Background: an optimization exercise with open tools, aiming at small area, a short achievable clock period and few clock cycles per item. Do not read the settings as production practice.
In this exercise RTL edits were held to simulation tests only and were not proved equivalent to the original.

==> flow/design.v, too long to show whole: its modules and the start of the top module <==
// module aes_sbox_a: 82 lines
// module aes_sbox_b: 63 lines
// module g_xor2: 3 lines
// module g_xnor2: 3 lines
// module g_nand2: 3 lines
// module g_nor2: 3 lines
// module g_a22o: 3 lines
// module g_a222oi: 4 lines
// module aes_engine: 1950 lines
module aes_engine (
    input  wire         clk,
    input  wire         rst,
    input  wire         in_valid,
    output wire         in_ready,
    input  wire         in_aes256,
    input  wire [255:0] in_key,
    input  wire [127:0] in_block,
    output reg          out_valid,
    output wire [127:0] out_block
);
  // ...
==> flow/run.sh <==
#!/bin/bash
# synth_recipe.tcl (not shown) runs the flow's synth.tcl, then flattens the netlist and writes it again
# the make line also repeats each setting of config.mk as NAME=value (left out here)
make -C /OpenROAD-flow-scripts/flow DESIGN_CONFIG=/design/flow/config.mk WORK_HOME=/design/flow/orfs CLKGATE_MAP_FILE= SYNTH_SCRIPT=/design/flow/synth_recipe.tcl finish
==> flow/config.mk <==
export PLATFORM = sky130hd
export DESIGN_NAME = aes_engine
export DESIGN_NICKNAME = aes_engine
export VERILOG_FILES = /design/flow/design.v
export SDC_FILE = /design/flow/constraint.sdc
export NUM_CORES = 4
export LEC_CHECK = 0
export CAP_MARGIN = 20
export CORE_MARGIN = 2
export CORE_UTILIZATION = 60
export PLACE_DENSITY = 0.75
export SLEW_MARGIN = 20
export SYNTH_HIERARCHICAL = 1
==> flow/constraint.sdc <==
create_clock -name core_clock -period 8.0 [get_ports {clk}]
set_input_delay 1.6000 -clock core_clock [delete_from_list [all_inputs] [get_ports {clk}]]
set_output_delay 1.6000 -clock core_clock [all_outputs]
set_load 0.01 [all_outputs]
==> results.txt, run 1 <==
* Met2 wire len at 85,960 um
* Fill cell count at 7,100
* Layout area overhead at 19.72%
* Met1 WL at 78,950 um
* Adder-Cell Fraction of Synth Area at 0.0004431
* I/O pin total at 518
* Final setup margin at 3.928 ns
* GRT Resource Usage Total at 0.3846
* First-pass GRT wire length at 275,800 um
* Setup crit end kind: register
* Reg2reg setup slack at 3.93 ns
* Routed vias/inst at 5.654
* FF/Latch Area at 0.02229 sq mm
* Htree depth at 3
* Area of the multi-input gates at 0.03419 sq mm
* Share of cells above drive strength 1 at 0.03797
* Status: complete, no violations
* Comb_multi_in at 4,358
* MaxCap Viol Count at 0
* Complex-gate fraction of the synthesized area at 0.08800
* Largest register FFs at 352
* Fin crit period at 4.072 ns
* Post-Synthesis Cells at 5,478
* Largest class: multi-input gates
* CP max FO at 4
* CP required at 8.61 ns
* Placed insts at 7,287
* Top cell type's share of synthesized area at 0.3945
* Std cell rows at 112
* Slew headroom at 0.2064
* Worst Max-Slew Pin Slew at 1.182 ns
* Endpoints failing setup at 0
* Layout clock area frac at 0.05903
* Sequential area share after synthesis at 0.3945
* Max frequency at 245.6 MHz
Testbench counts, summed over its fixed seeds: cycles 6,888, blocks 512.
==> run 2: changes to the inputs <==
--- a/flow/config.mk
+++ b/flow/config.mk
@@ -9,5 +9,6 @@
 export CORE_MARGIN = 2
 export CORE_UTILIZATION = 60
 export PLACE_DENSITY = 0.75
+export SETUP_SLACK_MARGIN = 4.4
 export SLEW_MARGIN = 20
 export SYNTH_HIERARCHICAL = 1
==> run 2 against run 1 <==
Net effect: register-to-register slack gained 0.39 ns; critical path type unchanged; highest routed layer is now met5; count of clock-buffer cells in the layout shrank 11; fmax grew 11%.
==> results.txt, run 2 <==
* Status: complete, no violations
* Endpoints failing setup at 0 (unchanged)
* CTS tree: done
* Syn_nets at 5,868
* FF/Latch Area at 0.02232 sq mm (+0.16%)
* Tcrit/Tclk final at 0.4602
* Top cells by count, synth: xor2_1, dfxtp_1, nand2_1
* Die W at 310.8 um
* Dominant cells by area after synthesis: dfxtp_1, xor2_1, xnor2_1
* Fin Hold WS at 0.3222 ns
* Count of yosys warnings during synthesis at 7
* DRT antenna net count at 0
* Sequential area share after synthesis at 0.3945 (unchanged)
* Clk latency of the worst-skew pair at 0.72 ns
* Clock Skews at 0.02431 ns
* Cell area after synthesis at 0.05648 sq mm
* DRT Wirelength at 197,500 um
* Htree depth at 3 (unchanged)
* Starting Density at 0.6051
* CP startpoint kind: register
* Post-synthesis async set-or-reset flop share at 0
* RSZ-0062 raised after global routing: yes
* Initial antenna violation count at 2
* WS Path Type: reg2reg
* Max frequency at 271.6 MHz (+11%)
* Detailed Routing Iterations Pass 1 at 6
* Fill cell count at 6,719 (-5.4%)
* Most common cell on crit path: xor2_1
* Commonest non-fill, non-tap cell in the layout: xor2_1
* Layout area overhead at 25.26%
* Placed insts at 7,286 (-0.014%)
* GPL Wtd Cong at 1.003
* Clock root buffer: clkbuf_16
* Slew headroom at 0.3081 (+0.1017)
* 1st-iter DRT viols at 4,982
* Die area at 0.09660 sq mm
* First-pass GRT wire length at 277,000 um (+0.46%)
* Buffers on Ports at 517
* CP required at 8.60 ns (about the same)
* Wire length per cell at 26.14 um
* I/O pin total at 518 (unchanged)
* GRT Resource Usage Total at 0.3878 (+0.003184)
* EDFF count, synth at 0
* Largest net degree at the start of global routing at 130
* Area of the multi-input gates at 0.03693 sq mm (+8.0%)
* Hold crit path type: reg2reg
* Fin crit period at 3.681 ns (-0.3910 ns)
* Hold Fails Final Rpt at 0
* Max stage delay cell, worst path: a22o_1
* #FFs+latches synth at 1,113
* Top reg by flops: mid
* Top_reg_cell synth: dfxtp_1
* Vias at 42,780
* CTS buffer count at 110
* Setup TNS at 0 ns
* Core area at 0.09333 sq mm
* Std cell rows at 112 (unchanged)
* # hold bufs at CTS at 0
* Critical-path cell list: xor2_1 -> xor2_1 -> nand2_1 -> xor2_1 -> xor2_1 -> xor2_2 -> a22o_1 -> xnor2_1 -> xor2_1 -> a22o_1 -> xnor2_4
* Final max-slew violation count at 0
* Cell taking the most area after synthesis: dfxtp_1
* Remaining DRCs at 0
* Setup crit end kind: register
* GRT overflow at 0
* Largest register FFs at 352 (unchanged)
* N_diodes at 0
* Top cell type's share of synthesized area at 0.3945 (unchanged)
* Final Core Density at 0.7580
* MaxCap Viol Count at 0 (unchanged)
* Die height at 310.8 um
* Worst Max-Slew Pin Slew at 1.038 ns (-0.1441 ns)
* DP HPWL at 152,400 um
* Bufs on Longest Clock Path at 3
* Most frequent cells in the layout: xor2_1, dfxtp_1, nand2_1
* Routed vias/inst at 5.662 (+0.14%)
* Yosys cell types at 26
* Final std cells w/o fill at 7,556
* Most common cell in the netlist: xor2_1
* Vias in the first global route at 41,520
* Post-Synthesis Cells at 5,478 (unchanged)
* Share of cells above drive strength 1 at 0.1058 (+0.06787)
* CP arrival at 4.28 ns
* Reg clk slew, reported paths at 0.06 ns
* Synth Area per Inst at 10.31 sq um
* CP peak stage delay at 0.49 ns
* NumNets Final at 6,598
* Sink Count at 1,113
* CP max FO at 4 (unchanged)
run 2: cell counts after synthesis:
No cell type changed its count.
run 2: Yosys stat by module (local to each module, per instance), excerpt:
module	cell area (sq um)	times used
aes_engine	22660	1
g_a222oi	10.01	128
g_a22o	8.758	416
g_nand2	3.754	728
g_nor2	3.754	80
g_xnor2	8.758	592
g_xor2	8.758	2360
run 2: cell type report:
cell class	instances	area share
multi-input cells	4358	0.5220
flip-flops and latches	1113	0.3155
repair buffers	621	0.08557
clock buffers	147	0.04386
well taps	1254	0.02218
clock inverters	59	0.01044
inverters	4	0.0003714
run 2: timing repair:
item / in CTS / in global routing
buffers inserted: 11 / 53
cloned: 0 / 0
resized for setup: 157 / 242
setup endpoints to repair: 157 / 270
pin swaps: 6 / 30
run 2: worst max-delay path: cells and delay by family (launching register included):
| kind | cells | cell delay [ns] |
|---|---|---|
| xor+xnor | 8 | 2.24 |
| simple gates | 1 | 0.13 |
| flops | 1 | 0.40 |
| compound gates | 2 | 0.78 |
run 2: through the flow:
stage / area [sq um] / worst slack, ns
CTS: 68550 / 4.161
floorplan: 56520 / 3.436
finish: 70740 / 4.319
detailed placement: 63580 / 3.592
global route: 70740 / 4.233
global placement: 63570 / 3.625
run 2: path summary, 6_finish.rpt:
check | to | cells past startpoint | slack, ns | from
min reg2reg | kb2[103] | 0 | 0.32 | kb1[103]
max reg2reg | state[119] | 11 | 4.32 | kmid[59]
min | kb2[103] | 0 | 0.32 | kb1[103]
max | state[119] | 11 | 4.32 | kmid[59]
run 2: metal layers:
metal	wire, um	global-route usage	vias to the layer above
met4	10990	0.1803	2
met1	79130	0.5109	20840
met3	19430	0.08298	423
met2	87930	0.6085	2216
li1	-	-	19300
met5	13	0	-
run 2: cells by family (layout without fill, tap and decap cells):
logic type / count (synthesis) / count (layout) / synth area share
flops: 1113 / 1113 / 0.3945
buf+inv: 7 / 831 / 0.0006201
mux: 4 / 4 / 0.0007090
simple gates: 844 / 844 / 0.05696
fa+ha+maj: 2 / 2 / 0.0004430
compound gates: 550 / 550 / 0.08800
xor+xnor: 2958 / 2958 / 0.4587
==> run 3: changes to the inputs <==
--- a/flow/config.mk
+++ b/flow/config.mk
@@ -9,6 +9,6 @@
 export CORE_MARGIN = 2
 export CORE_UTILIZATION = 60
 export PLACE_DENSITY = 0.75
-export SETUP_SLACK_MARGIN = 4.4
+export SETUP_SLACK_MARGIN = 5.0
 export SLEW_MARGIN = 20
 export SYNTH_HIERARCHICAL = 1
==> run 3 against run 2 <==
Net effect: the run now fails in global routing; synthesized cell count is the same; area after synthesis unchanged.
==> results.txt, run 3 <==
* Buffers on Ports at 517 (unchanged)
* EDFF count, synth at 0 (unchanged)
* Top_reg_cell synth: dfxtp_1
* Synth Area per Inst at 10.31 sq um (unchanged)
* Cell taking the most area after synthesis: dfxtp_1
* Sequential area share after synthesis at 0.3945 (unchanged)
* Err: [ERROR DPL-0038] Utilization greater than 100%, impossible to legalize
* Std cell rows at 112 (unchanged)
* Last worst endpoint in the global-route repair_timing: state[106]$_DFF_P_/D
* Cell area after synthesis at 0.05648 sq mm (unchanged)
* Most common cell in the netlist: xor2_1
* Sink Count at 1,113 (unchanged)
* Dominant cells by area after synthesis: dfxtp_1, xor2_1, xnor2_1
* Starting Density at 0.6051 (unchanged)
* Bufs on Longest Clock Path at 3 (unchanged)
* Clock root buffer: clkbuf_16
* Top cells by count, synth: xor2_1, dfxtp_1, nand2_1
* Die W at 310.8 um (unchanged)
* Count of yosys warnings during synthesis at 7 (unchanged)
* Syn_nets at 5,868 (unchanged)
* I/O pin total at 518 (unchanged)
* CTS buffer count at 112 (+1.8%)
* Top cell type's share of synthesized area at 0.3945 (unchanged)
* Yosys cell types at 26 (unchanged)
* Last stage the flow got to: global routing
* Worst End Pin Type: sequential cell input
* GPL Wtd Cong at 1.004 (about the same)
* DP HPWL at 150,300 um (-1.3%)
* Status: did not finish
* Post-synthesis async set-or-reset flop share at 0 (unchanged)
* Largest net degree at the start of global routing at 90
* Post-Synthesis Cells at 5,478 (unchanged)
* Htree depth at 3 (unchanged)
* #FFs+latches synth at 1,113 (unchanged)
* Die height at 310.8 um (unchanged)
## run 3: cell counts after synthesis
Identical to the previous run, type by type.
## run 3: stage by stage
step           worst slack, ns  hold slack, ns  instance area (sq um)  instances
4_1_cts                  4.745          0.3200                  80520       7892
2_1_floorplan            3.436          0.3096                  56520       5478
3_3_place_gp             3.813          0.3097                  63620       7296
3_5_place_dp             3.809          0.3121                  63620       7297
## run 3: worst max-delay path by stage
stage,startpoint,slack (ns),to,cells past startpoint
after floorplan,c2_busy,3.44,ka1_n[0],4
after global placement,kmid[15],3.81,state[61],11
after detailed placement,mid[191],3.81,state[47],11
after CTS,c1_round[1],4.75,in_ready,4
## run 3: Yosys stat by module (local to each module, per instance), excerpt
module,cells inside,cell area [sq um]
g_a22o,1,8.758
g_xnor2,1,8.758
aes_engine,1174,22660
g_nor2,1,3.754
g_a222oi,1,10.01
g_xor2,1,8.758
g_nand2,1,3.754
## run 3: what timing repair did
item,4_1_cts
endpoints found under the hold margin,0
pin swaps,380
resized for setup,1856
endpoints found under the setup margin,670
setup buffers,388
gates cloned,1
hold buffers,0
## run 3: cells by family after synthesis
kind of cell | Yosys count | synth area share
AO/OA/AOI/OAI | 550 | 0.08800
XOR/XNOR | 2958 | 0.4587
flip-flops | 1113 | 0.3945
adder cells (fa/ha/maj) | 2 | 0.0004430
buffers and inverters | 7 | 0.0006201
multiplexers | 4 | 0.0007090
AND/OR/NAND/NOR | 844 | 0.05696
==> run 4: changes to the inputs <==
--- a/flow/config.mk
+++ b/flow/config.mk
@@ -8,7 +8,8 @@
 export CAP_MARGIN = 20
 export CORE_MARGIN = 2
 export CORE_UTILIZATION = 60
+export CTS_BUF_LIST = sky130_fd_sc_hd__clkbuf_8
+export CTS_CLUSTER_SIZE = 20
 export PLACE_DENSITY = 0.75
-export SETUP_SLACK_MARGIN = 5.0
 export SLEW_MARGIN = 20
 export SYNTH_HIERARCHICAL = 1
==> run 4 against run 3 <==
Net effect: the run now finishes clean; synthesized cell count is the same; area after synthesis unchanged.
==> results.txt, run 4 <==
* Status: complete, no violations
* Cell taking the most area after synthesis: dfxtp_1
* Placed insts at 7,287 (-0.14%)
* Vias in the first global route at 42,020
* Share of cells above drive strength 1 at 0.05140
* MaxCap Viol Count at 0
* Slew headroom at 0.1680
* Reg2reg start: mid[58]
* Routed vias/inst at 5.607
* Final std cells w/o fill at 7,621
* Hold Fails Final Rpt at 0
* Fin crit period at 4.085 ns
* Fill cell count at 7,198
* Most common cell in the netlist: xor2_1
* Postcts setup bufs at 0 (-100%)
* Post-Synthesis Cells at 5,478 (unchanged)
* Htree depth at 4 (+1)
* RSZ-0062 raised after global routing: no
* Syn_nets at 5,868 (unchanged)
* CP arrival at 4.83 ns
* Worst Max-Slew Pin Slew at 1.239 ns
* Clk latency of the worst-skew pair at 0.88 ns
* Initial antenna violation count at 7
* Die height at 310.8 um (unchanged)
* Final Core Density at 0.7221
* Remaining DRCs at 0
* Commonest non-fill, non-tap cell in the layout: xor2_1
* Dominant cells by area after synthesis: dfxtp_1, xor2_1, xnor2_1
* #FFs+latches synth at 1,113 (unchanged)
* Core area at 0.09333 sq mm
* DRT antenna net count at 0
* Clock root buffer: clkbuf_8
* Top_reg_cell synth: dfxtp_1
* Beginning of the worst hold path: ka1_n[21]
* Buffers on Ports at 517 (unchanged)
* Setup crit end kind: register
* NumNets Final at 6,607
* Bufs on Longest Clock Path at 3 (unchanged)
* Top reg by flops: mid
* Die area at 0.09660 sq mm
* Tcrit/Tclk final at 0.5107
* Top cells by count, synth: xor2_1, dfxtp_1, nand2_1
* Vias at 42,730
* Critical-path cell list: xor2_1 -> nand2_1 -> xor2_1 -> xnor2_1 -> xor2_1 -> xor2_1 -> xor2_1 -> xor2_1 -> nand2_1 -> xnor2_1
* Hold crit path type: reg2reg
* Final instance area at 0.06739 sq mm
* CP max FO at 5
* Largest net degree at the start of global routing at 149
* GPL Wtd Cong at 1.028 (+2.5%)
* Post-Place Cell Area at 0.06358 sq mm (about the same)
* GRT overflow at 0
* Die W at 310.8 um (unchanged)
* Max frequency at 244.8 MHz
* EDFF count, synth at 0 (unchanged)
* Most common cell on crit path: xor2_1
* CTS buffer count at 181 (+62%)
* Max stage delay cell, worst path: xor2_1
* Layout area overhead at 19.33%
* Largest register FFs at 352
* Setup TNS at 0 ns
* Sequential area share after synthesis at 0.3945 (unchanged)
* CTS tree: done
* Sink Count at 1,113 (unchanged)
* Yosys cell types at 26 (unchanged)
* Count of yosys warnings during synthesis at 7 (unchanged)
* Final setup margin at 3.915 ns
* I/O pin total at 518 (unchanged)
* Top cell type's share of synthesized area at 0.3945 (unchanged)
* CP peak stage delay at 0.79 ns
* Final max-slew violation count at 0
* Critical path origin: mid[58]
* # hold bufs at CTS at 0 (unchanged)
* First-pass GRT wire length at 276,200 um
* Std cell rows at 112 (unchanged)
* Post_cts resized at 0 (-100%)
* Clock Skews at 0.05726 ns
* Cell area after synthesis at 0.05648 sq mm (unchanged)
* DRT Wirelength at 193,500 um
* Detailed Routing Iterations Pass 1 at 9
* GRT Resource Usage Total at 0.3859
* Worst slack at placement at 4.029 ns (+0.2203 ns)
* CP startpoint kind: register
* Wire length per cell at 25.39 um
* WS Path Type: reg2reg
* CP required at 8.75 ns
* Starting Density at 0.6051 (unchanged)
* Synth Area per Inst at 10.31 sq um (unchanged)
* DP HPWL at 151,500 um (+0.75%)
* Most frequent cells in the layout: xor2_1, dfxtp_1, nand2_1
* 1st-iter DRT viols at 4,784
* Endpoints failing setup at 0
* Post-synthesis async set-or-reset flop share at 0 (unchanged)
* Reg clk slew, reported paths at 0.06 ns
==> run 4: per-layer routing <==
metal	vias to the layer above	GRT usage	wire (um)	part of all wire
met3	375	0.08831	18230	0.094
met1	20650	0.5043	79270	0.41
met2	2178	0.6116	87100	0.45
li1	19520	-	-	-
met4	4	0.1668	8840	0.046
met5	-	0	27	0.00014
==> run 4: kinds of logic (layout without fill, tap and decap cells) <==
kind of cell | after synthesis | in the layout | share of synthesized area
mux | 4 | 4 | 0.0007090
flops | 1113 | 1113 | 0.3945
compound gates | 550 | 550 | 0.08800
buf+inv | 7 | 891 | 0.0006201
other cells | 0 | 5 | 0
xor+xnor | 2958 | 2958 | 0.4587
simple gates | 844 | 844 | 0.05696
fa+ha+maj | 2 | 2 | 0.0004430
==> run 4: final cells by class <==
cell class | count | area (sq um) | share of cell area
multi-input combinational | 4358 | 34190 | 0.5074
timing repair buffer | 559 | 5537 | 0.08216
clock inverter | 112 | 792.0 | 0.01175
tap | 1254 | 1569 | 0.02328
clock buffer | 216 | 2973 | 0.04411
sequential | 1113 | 22290 | 0.3307
inverter | 4 | 27.53 | 0.0004085
antenna | 5 | 12.51 | 0.0001857
==> run 4: modules after synthesis, one instance, submodules excluded, a selection <==
module	flip-flops and latches	cell area, sq um	cells inside
g_xor2	0	8.758	1
g_a22o	0	8.758	1
g_nor2	0	3.754	1
g_nand2	0	3.754	1
g_xnor2	0	8.758	1
g_a222oi	0	10.01	1
aes_engine	1113	22660	1174
==> run 4: critical path, delay by kind of cell (launching register included) <==
| family | cells | cell delay (ns) |
|---|---|---|
| simple gates | 2 | 0.28 |
| flops | 1 | 0.36 |
| xor+xnor | 8 | 3.36 |
==> run 4: path summary, 6_finish.rpt <==
path	end	cells after the start	slack (ns)
hold / removal	ka2_n[21]	0	0.30
setup / recovery	state[55]	10	3.91
hold reg to reg	ka2_n[21]	0	0.30
setup reg to reg	state[55]	10	3.91
==> run 4: metrics by stage <==
stage	hold WS [ns]
2_1_floorplan	0.3096
3_3_place_gp	0.3096
3_5_place_dp	0.3121
4_1_cts	0.3062
5_1_grt	0.3055
6_report	0.2987
==> run 5: changes to the inputs <==
--- a/flow/config.mk
+++ b/flow/config.mk
@@ -7,9 +7,6 @@
 export LEC_CHECK = 0
 export CAP_MARGIN = 20
 export CORE_MARGIN = 2
-export CORE_UTILIZATION = 60
-export CTS_BUF_LIST = sky130_fd_sc_hd__clkbuf_8
-export CTS_CLUSTER_SIZE = 20
-export PLACE_DENSITY = 0.75
+export CORE_UTILIZATION = 40
 export SLEW_MARGIN = 20
 export SYNTH_HIERARCHICAL = 1
==> run 5 against run 4 <==
Net effect: routed wire length up 9.2%; flip-flop and latch count did not move; non-clock buffer count fell by 1; critical path depth stayed put; die area increased by 49%; first-iteration DRC count decreased by 12%; sequential share of layout area decreased by 0.66 points; clock skew down 0.0028 ns; via count down 2.8%; still clean on timing, DRC and antenna; register-to-register slack lost 0.19 ns; highest routed layer is now met4; count of clock-buffer cells in the layout down 58.
==> results.txt, run 5 <==
* 1st-iter DRT viols at 4,215 (-12%)
* Reg2reg start: mid[144]
* Buffers on Ports at 517 (unchanged)
* Cell taking the most area after synthesis: dfxtp_1
* Std cell rows at 137 (+22%)
* Largest register FFs at 352 (unchanged)
* Top cells by count, synth: xor2_1, dfxtp_1, nand2_1
* MaxCap Viol Count at 0 (unchanged)
* Detailed Routing Iterations Pass 1 at 7 (-2)
* Largest net degree at the start of global routing at 130 (-13%)
* Endpoints failing setup at 0 (unchanged)
* CP max FO at 5 (unchanged)
* Slew headroom at 0.1736 (+0.005614)
* Count of yosys warnings during synthesis at 7 (unchanged)
* FF-to-FF path depth at 10 (unchanged)
* Reg2reg setup slack at 3.73 ns (-0.19 ns)
* Postcts setup bufs at 0 (unchanged)
* CTS tree: done
* Remaining DRCs at 0 (unchanged)
* Final Core Density at 0.4916 (-0.2305)
* Most common cell on crit path: xor2_1
* Critical path origin: mid[144]
* Top_reg_cell synth: dfxtp_1
* Clock Skews at 0.05447 ns (-0.002799 ns)
* Most frequent cells in the layout: xor2_1, dfxtp_1, nand2_1
* CP arrival at 4.89 ns (+0.06 ns)
* Gr busiest metal: met2
* Fin crit period at 4.272 ns (+0.1865 ns)
* Top reg by flops: mid
* Die height at 379.8 um (+22%)
* Worst Max-Slew Pin Slew at 1.235 ns (-0.003708 ns)
* Instance count on the critical path at 10 (unchanged)
* Layout area overhead at 21.76%
* Setup crit end kind: register
* Hold Fails Final Rpt at 0 (unchanged)
* GRT overflow at 0 (unchanged)
* DRT Wirelength at 211,200 um (+9.2%)
* Core area at 0.1399 sq mm (+50%)
* Clock root buffer: clkbuf_16
* GRT met2 Usage at 0.4536 (-0.1580)
* Share of cells above drive strength 1 at 0.04160 (-0.009799)
* Routed vias/inst at 5.107 (-8.9%)
* EDFF count, synth at 0 (unchanged)
* DRT antenna net count at 0 (unchanged)
* Critical-path cell list: xor2_1 -> nand2_1 -> xor2_1 -> xnor2_1 -> xor2_1 -> xor2_1 -> xor2_1 -> xor2_1 -> nand2_1 -> xnor2_1
* DP HPWL at 168,200 um (+11%)
* Commonest non-fill, non-tap cell in the layout: xor2_1
* Post_cts resized at 0 (unchanged)
* Max frequency at 234.1 MHz (-4.4%)
* #FFs+latches synth at 1,113 (unchanged)
* CP startpoint kind: register
* Syn_nets at 5,868 (unchanged)
* Sequential area share after synthesis at 0.3945 (unchanged)
* CP peak stage delay at 0.88 ns (+0.09 ns)
* Clk latency of the worst-skew pair at 0.77 ns (-0.11 ns)
* Critical path capture point: state[15]
* NumNets Final at 6,546 (-0.92%)
* Fill cell count at 13,000 (+81%)
* RSZ-0062 raised after global routing: no
* Die W at 379.8 um (+22%)
* # hold bufs at CTS at 0 (unchanged)
* Most common cell in the netlist: xor2_1
* Htree depth at 3 (-1)
* Cell area after synthesis at 0.05648 sq mm (unchanged)
* Wire length per cell at 25.98 um (+2.3%)
* Hold crit path type: reg2reg
* Setup TNS at 0 ns (unchanged)
* Reg clk slew, reported paths at 0.06 ns (about the same)
* Die area at 0.1442 sq mm (+49%)
* Tcrit/Tclk final at 0.5340 (+0.02331)
* Fin Hold WS at 0.2919 ns (-0.006731 ns)
* CTS buffer count at 121 (-33%)
* Max stage delay cell, worst path: xor2_1
* Dominant cells by area after synthesis: dfxtp_1, xor2_1, xnor2_1
* CP delay by family, top: XOR/XNOR gates
* CP required at 8.62 ns (-0.13 ns)
* GRT met1 Usage at 0.3854 (-0.1190)
* Sink Count at 1,113 (unchanged)
* Post-Synthesis Cells at 5,478 (unchanged)
* Initial antenna violation count at 3 (-4)
* Post-synthesis async set-or-reset flop share at 0 (unchanged)
* Crit path buffers/inverters at 0 (unchanged)
* Grt met3 use at 0.04500 (-0.04331)
* Status: complete, no violations
* GRT Resource Usage Total at 0.2827 (-0.1032)
* First-pass GRT wire length at 298,400 um (+8.0%)
* Reg2reg end: state[15]
* Starting Density at 0.4038 (-0.2014)
* GPL Wtd Cong at 0.9360 (-9.0%)
* Vias at 41,520 (-2.8%)
* Synth Area per Inst at 10.31 sq um (unchanged)
* Yosys cell types at 26 (unchanged)
* I/O pin total at 518 (unchanged)
* Top cell type's share of synthesized area at 0.3945 (unchanged)
* WS Path Type: reg2reg
* Bufs on Longest Clock Path at 3 (unchanged)
* Vias in the first global route at 41,550 (-1.1%)
* Final max-slew violation count at 0 (unchanged)
## run 5: cell counts after synthesis
Identical to the previous run, type by type.
## run 5: modules after synthesis, one instance, submodules excluded, a selection
module / area, sq um / copies in the design
g_xor2: 8.758 / 2360
g_nor2: 3.754 / 80
g_a22o: 8.758 / 416
g_nand2: 3.754 / 728
g_xnor2: 8.758 / 592
aes_engine: 22660 / 1
g_a222oi: 10.01 / 128
## run 5: worst reg2reg max path: stages (launching register included)
cell	delay (ns)
dfxtp_1	0.36
xor2_1	0.30
nand2_1	0.19
xor2_1	0.20
xnor2_1	0.49
xor2_1	0.88
xor2_1	0.55
xor2_1	0.52
xor2_1	0.25
nand2_1	0.20
xnor2_1	0.23
## run 5: cells by family (layout without fill, tap and decap cells)
kind of cell               count (synthesis)  after routing  synth area share
AOI/OAI and AO/OA                        550            550           0.08800
xor gates and xnor gates                2958           2958            0.4587
adders and majority gates                  2              2         0.0004430
buffers and inverters                      7            779         0.0006201
DFF                                     1113           1113            0.3945
muxes                                      4              4         0.0007090
other                                      0              4                 0
and+or+nand+nor                          844            844           0.05696
## run 5: routing by layer
| layer | wire length [um] | up-vias |
|---|---|---|
| li1 | - | 19380 |
| met1 | 94160 | 20290 |
| met2 | 95460 | 1570 |
| met3 | 14070 | 276 |
| met4 | 7531 | 0 |
| met5 | 0 | - |
## run 5: cell type report
type	count	area [sq um]	area share
sequential	1113	22290	0.3241
inverter	4	27.53	0.0004003
tap	1876	2347	0.03414
antenna	4	10.01	0.0001456
multi-input combinational	4358	34200	0.4974
timing repair buffer	558	5547	0.08066
clock buffer	158	3438	0.05000
clock inverter	59	905.9	0.01317
## run 5: through the flow
step / cell area (sq um) / instances / worst slack, ns
floorplan: 56480 / 5478 / 0.1669
global placement: 64400 / 7909 / 3.936
detailed placement: 64400 / 7909 / 3.899
CTS: 68740 / 8126 / 3.869
global route: 68750 / 8126 / 3.458
finish: 68760 / 8130 / 3.728
## run 5: worst min-delay path by stage
stage / startpoint / to / slack (ns) / depth (start not counted)
after detailed placement: ka1_n[104] / ka2_n[104] / 0.31 / 0
after floorplan: c1_first / c2_first / 0.31 / 0
final: ka1_n[95] / ka2_n[95] / 0.29 / 0
after global placement: kb1[126] / kb2[126] / 0.31 / 0
after CTS: ka1_n[89] / ka2_n[89] / 0.30 / 0
after global routing: kb1[78] / kb2[78] / 0.30 / 0
==> run 6: changes to the inputs <==
==> flow/flow/run.sh (new file) <==
#!/bin/bash
# Standard layout, with the ports buffered by a plain buffer cell.
set -e
export BUFFER_PORTS_ARGS="-buffer_cell sky130_fd_sc_hd__buf_2"
bash standard.sh > standard.log 2>&1
==> flow/standard.sh (new file) <==
#!/bin/bash
# synth_recipe.tcl (not shown) runs the flow's synth.tcl, then flattens the netlist and writes it again
# the make line also repeats each setting of config.mk as NAME=value (left out here)
make -C /OpenROAD-flow-scripts/flow DESIGN_CONFIG=/design/flow/config.mk WORK_HOME=/design/flow/orfs CLKGATE_MAP_FILE= SYNTH_SCRIPT=/design/flow/synth_recipe.tcl "${@:-finish}"
--- a/flow/config.mk
+++ b/flow/config.mk
@@ -7,6 +7,8 @@
 export LEC_CHECK = 0
 export CAP_MARGIN = 20
 export CORE_MARGIN = 2
-export CORE_UTILIZATION = 40
+export CORE_UTILIZATION = 60
+export PLACE_DENSITY = 0.75
+export SETUP_SLACK_MARGIN = 4.4
 export SLEW_MARGIN = 20
 export SYNTH_HIERARCHICAL = 1
removed: flow/run.sh
==> run 6 against run 5 <==
Net effect: still clean on timing, DRC and antenna; via count rose by 3.4%; register-to-register slack improved by 0.65 ns; utilization rose by 24 points; fmax grew 18%; routed wire length decreased by 8.2%; critical endpoint unchanged.
==> results.txt, run 6 <==
* Top_reg_cell synth: dfxtp_1
* Die area at 0.09660 sq mm (-33%)
* Critical-path cell list: xor2_1 -> xor2_1 -> nand2_1 -> xor2_1 -> xor2_1 -> xor2_4 -> xor2_4 -> xor2_2 -> xor2_1 -> nand2_1 -> xnor2_1
* Max stage delay cell, worst path: xor2_4
* CTS tree: done
* Crit path buffers/inverters at 0 (unchanged)
* Simple-gate area share of the yosys netlist at 0.05696 (unchanged)
* First-pass GRT wire length at 274,500 um (-8.0%)
* CTS buffer count at 113 (-6.6%)
* # hold bufs at CTS at 0 (unchanged)
* Cell area after synthesis at 0.05648 sq mm (unchanged)
* Die height at 310.8 um (-18%)
* CP required at 8.58 ns (-0.04 ns)
* I/O pin total at 518 (unchanged)
* Setup TNS at 0 ns (unchanged)
* Max frequency at 276.3 MHz (+18%)
* Cell taking the most area after synthesis: dfxtp_1
* Endpoints failing setup at 0 (unchanged)
* Wire length per cell at 25.69 um (-1.1%)
* GPL Wtd Cong at 1.004 (+7.3%)
* NumNets Final at 6,589 (+0.66%)
* Syn_nets at 5,868 (unchanged)
* Reg2reg start: mid[147]
* Initial antenna violation count at 3 (unchanged)
* Share of cells above drive strength 1 at 0.1869 (+0.1453)
* RSZ-0062 raised after global routing: yes
* DRT Wirelength at 193,900 um (-8.2%)
* CP startpoint kind: register
* Buffers on Ports at 517 (unchanged)
* Vias at 42,940 (+3.4%)
* Largest family of logic cells by synthesized area: XOR/XNOR gates
* Clock root buffer: clkbuf_16
* Sequential area share after synthesis at 0.3945 (unchanged)
* Post-Synthesis Cells at 5,478 (unchanged)
* Most frequent cells in the layout: xor2_1, dfxtp_1, nand2_1
* Most common cell on crit path: xor2_1
* Critical path capture point: state[15]
* FF-to-FF path depth at 11 (+1)
* Layout area overhead at 20.63%
* Commonest non-fill, non-tap cell in the layout: xor2_1
* Htree depth at 3 (unchanged)
* CP arrival at 4.20 ns (-0.69 ns)
* Setup crit end kind: register
* Top reg by flops: mid
* Complex-gate fraction of the synthesized area at 0.08800 (unchanged)
* Vias in the first global route at 41,750 (+0.49%)
* Post-Place Cell Area at 0.06096 sq mm (-5.3%)
* GRT overflow at 0 (unchanged)
* Reg2reg end: state[15]
* Starting Density at 0.6051 (+0.2014)
* Largest net degree at the start of global routing at 164 (+26%)
* Bufs on Longest Clock Path at 3 (unchanged)
* Critical path origin: mid[147]
* Largest register FFs at 352 (unchanged)
* MaxCap Viol Count at 0 (unchanged)
* Fin Hold WS at 0.3142 ns (+0.02230 ns)
* DRT antenna net count at 0 (unchanged)
* Reg clk slew, reported paths at 0.06 ns (about the same)
* Top cells by count, synth: xor2_1, dfxtp_1, nand2_1
* Routed vias/inst at 5.688 (+11%)
* DP HPWL at 149,800 um (-11%)
* Count of yosys warnings during synthesis at 7 (unchanged)
* Fin crit period at 3.619 ns (-0.6528 ns)
* Detailed Routing Iterations Pass 1 at 10 (+3)
* Std cell rows at 112 (-18%)
* 1st-iter DRT viols at 5,276 (+25%)
* Instance count on the critical path at 11 (+1)
* WS Path Type: reg2reg
* CP max FO at 5 (unchanged)
* #FFs+latches synth at 1,113 (unchanged)
* Clk latency of the worst-skew pair at 0.72 ns (-0.05 ns)
* Die W at 310.8 um (-18%)
* Tcrit/Tclk final at 0.4524 (-0.08160)
* Worst Max-Slew Pin Slew at 1.219 ns (-0.01624 ns)
* Fill cell count at 6,859 (-47%)
* Multiplexer share of the synthesized area at 0.0007090 (unchanged)
* Top cell type's share of synthesized area at 0.3945 (unchanged)
* CP peak stage delay at 0.45 ns (-0.43 ns)
* Yosys cell types at 26 (unchanged)
* Post-synthesis xor/xnor area fraction at 0.4587 (unchanged)
* Dominant cells by area after synthesis: dfxtp_1, xor2_1, xnor2_1
* CP delay by family, top: XOR/XNOR gates
* EDFF count, synth at 0 (unchanged)
* GRT Resource Usage Total at 0.3826 (+0.09981)
* Hold Fails Final Rpt at 0 (unchanged)
* Reg2reg setup slack at 4.38 ns (+0.65 ns)
* Final instance area at 0.06813 sq mm (-0.93%)
* Adder-Cell Fraction of Synth Area at 0.0004431 (unchanged)
* Hold crit path type: reg2reg
* Post-synthesis async set-or-reset flop share at 0 (unchanged)
* Status: complete, no violations
* Slew headroom at 0.1853 (+0.01169)
* Final max-slew violation count at 0 (unchanged)
* Clock Skews at 0.02783 ns (-0.02664 ns)
* Sink Count at 1,113 (unchanged)
* Synth Area per Inst at 10.31 sq um (unchanged)
* Most common cell in the netlist: xor2_1
* Core area at 0.09333 sq mm (-33%)
* Remaining DRCs at 0 (unchanged)
run 6: worst min path at each step:
stage | slack, ns | cells past startpoint | endpoint | startpoint
floorplan | 0.31 | 0 | c2_first | c1_first
global placement | 0.31 | 0 | kb2[101] | kb1[101]
detailed placement | 0.31 | 0 | ka2_n[10] | ka1_n[10]
CTS | 0.32 | 0 | ka2_n[63] | ka1_n[63]
global route | 0.32 | 0 | ka2_n[37] | ka1_n[37]
finish | 0.31 | 0 | ka2_n[63] | ka1_n[63]
run 6: final cells by class:
type / instances / area, sq um / share of cell area
Antenna cell: 2 / 5.005 / 0.00007346
Clock buffer: 141 / 3103 / 0.04555
Clock inverter: 68 / 879.6 / 0.01291
Inverter: 4 / 26.28 / 0.0003857
Multi-Input combinational cell: 4358 / 36930 / 0.5421
Sequential cell: 1113 / 22300 / 0.3274
Tap cell: 1254 / 1569 / 0.02303
Timing Repair Buffer: 608 / 3302 / 0.04847
Timing Repair inverter: 1 / 7.507 / 0.0001102
run 6: routing by layer:
layer  wire, um  global-route usage
met2      84910              0.5917
met5         13                   0
met3      18850             0.07105
met1      78430              0.5126
met4      11710              0.1927
run 6: per-module statistics from Yosys (local to each module, per instance), a selection:
module / cell area, sq um / flops+latches / times used / cells
g_xor2: 8.758 / 0 / 2360 / 1
g_a222oi: 10.01 / 0 / 128 / 1
g_nand2: 3.754 / 0 / 728 / 1
g_a22o: 8.758 / 0 / 416 / 1
g_xnor2: 8.758 / 0 / 592 / 1
aes_engine: 22660 / 1113 / 1 / 1174
g_nor2: 3.754 / 0 / 80 / 1
run 6: kinds of logic (layout without fill, tap and decap cells):
group	count (synthesis)	in the layout
xor gates and xnor gates	2958	2958
DFF	1113	1113
and+or+nand+nor	844	844
AOI/OAI and AO/OA	550	550
buffers and inverters	7	822
muxes	4	4
adders and majority gates	2	2
other	0	2
run 6: timing repair:
action,4_1_cts,5_1_grt
endpoints found under the hold margin,0,0
gates cloned,1,0
pin swaps,2,31
setup buffers,4,50
endpoints found under the setup margin,138,281
resized for setup,131,258
run 6: through the flow:
stage	util	cells	worst slack (ns)
after floorplan	-	5478	3.436
after global placement	0.6532	7283	3.708
after detailed placement	0.6532	7283	3.628
after CTS	0.7059	7497	4.252
after global routing	0.7299	7548	4.245
final	0.7299	7549	4.381
run 6: worst register-to-register path, stage by stage, from the launching register on:
cell and delay, ns:
dfxtp_1 0.41, xor2_1 0.30, xor2_1 0.25, nand2_1 0.14
xor2_1 0.28, xor2_1 0.36, xor2_4 0.45, xor2_4 0.35
xor2_2 0.32, xor2_1 0.21, nand2_1 0.22, xnor2_1 0.23

## what the ideal ports hide
The results above use ideal ports. As a check the final layouts listed here were re-extracted and re-timed, cells and wires unchanged. Step 1: set_driving_cell puts a clkbuf_16 on clk and a buf_2 on each other input, an assumption about the parent block. Step 2 moves the port delays by t, midway between the first and last clock arrival at a register: inputs arrive t later, outputs are due t later. That takes back most of the time a late clock gives input paths. a / b / c = ideal ports / drivers / drivers and shift; a / b = the first two.
| run | t, ns | slack for setup (ns) | hold WS [ns] |
|---|---|---|---|
| run 1 | 0.792 | 3.928 / 3.928 / 3.928 | 0.318 / 0.318 / 0.318 |
| run 2 | 0.786 | 4.319 / 4.319 / 4.137 | 0.322 / 0.322 / 0.322 |
| run 4 | 0.924 | 3.915 / 3.915 / 3.915 | 0.299 / 0.299 / 0.299 |
| run 5 | 0.831 | 3.728 / 3.728 / 3.728 | 0.292 / 0.292 / 0.292 |
| run 6 | 0.782 | 4.381 / 4.381 / 3.735 | 0.314 / 0.314 / 0.314 |
After both steps setup and hold are still met in every run listed. The setup slack of run 6, which loses most, moves by 0.000 ns with the drivers and by -0.646 ns with both steps.
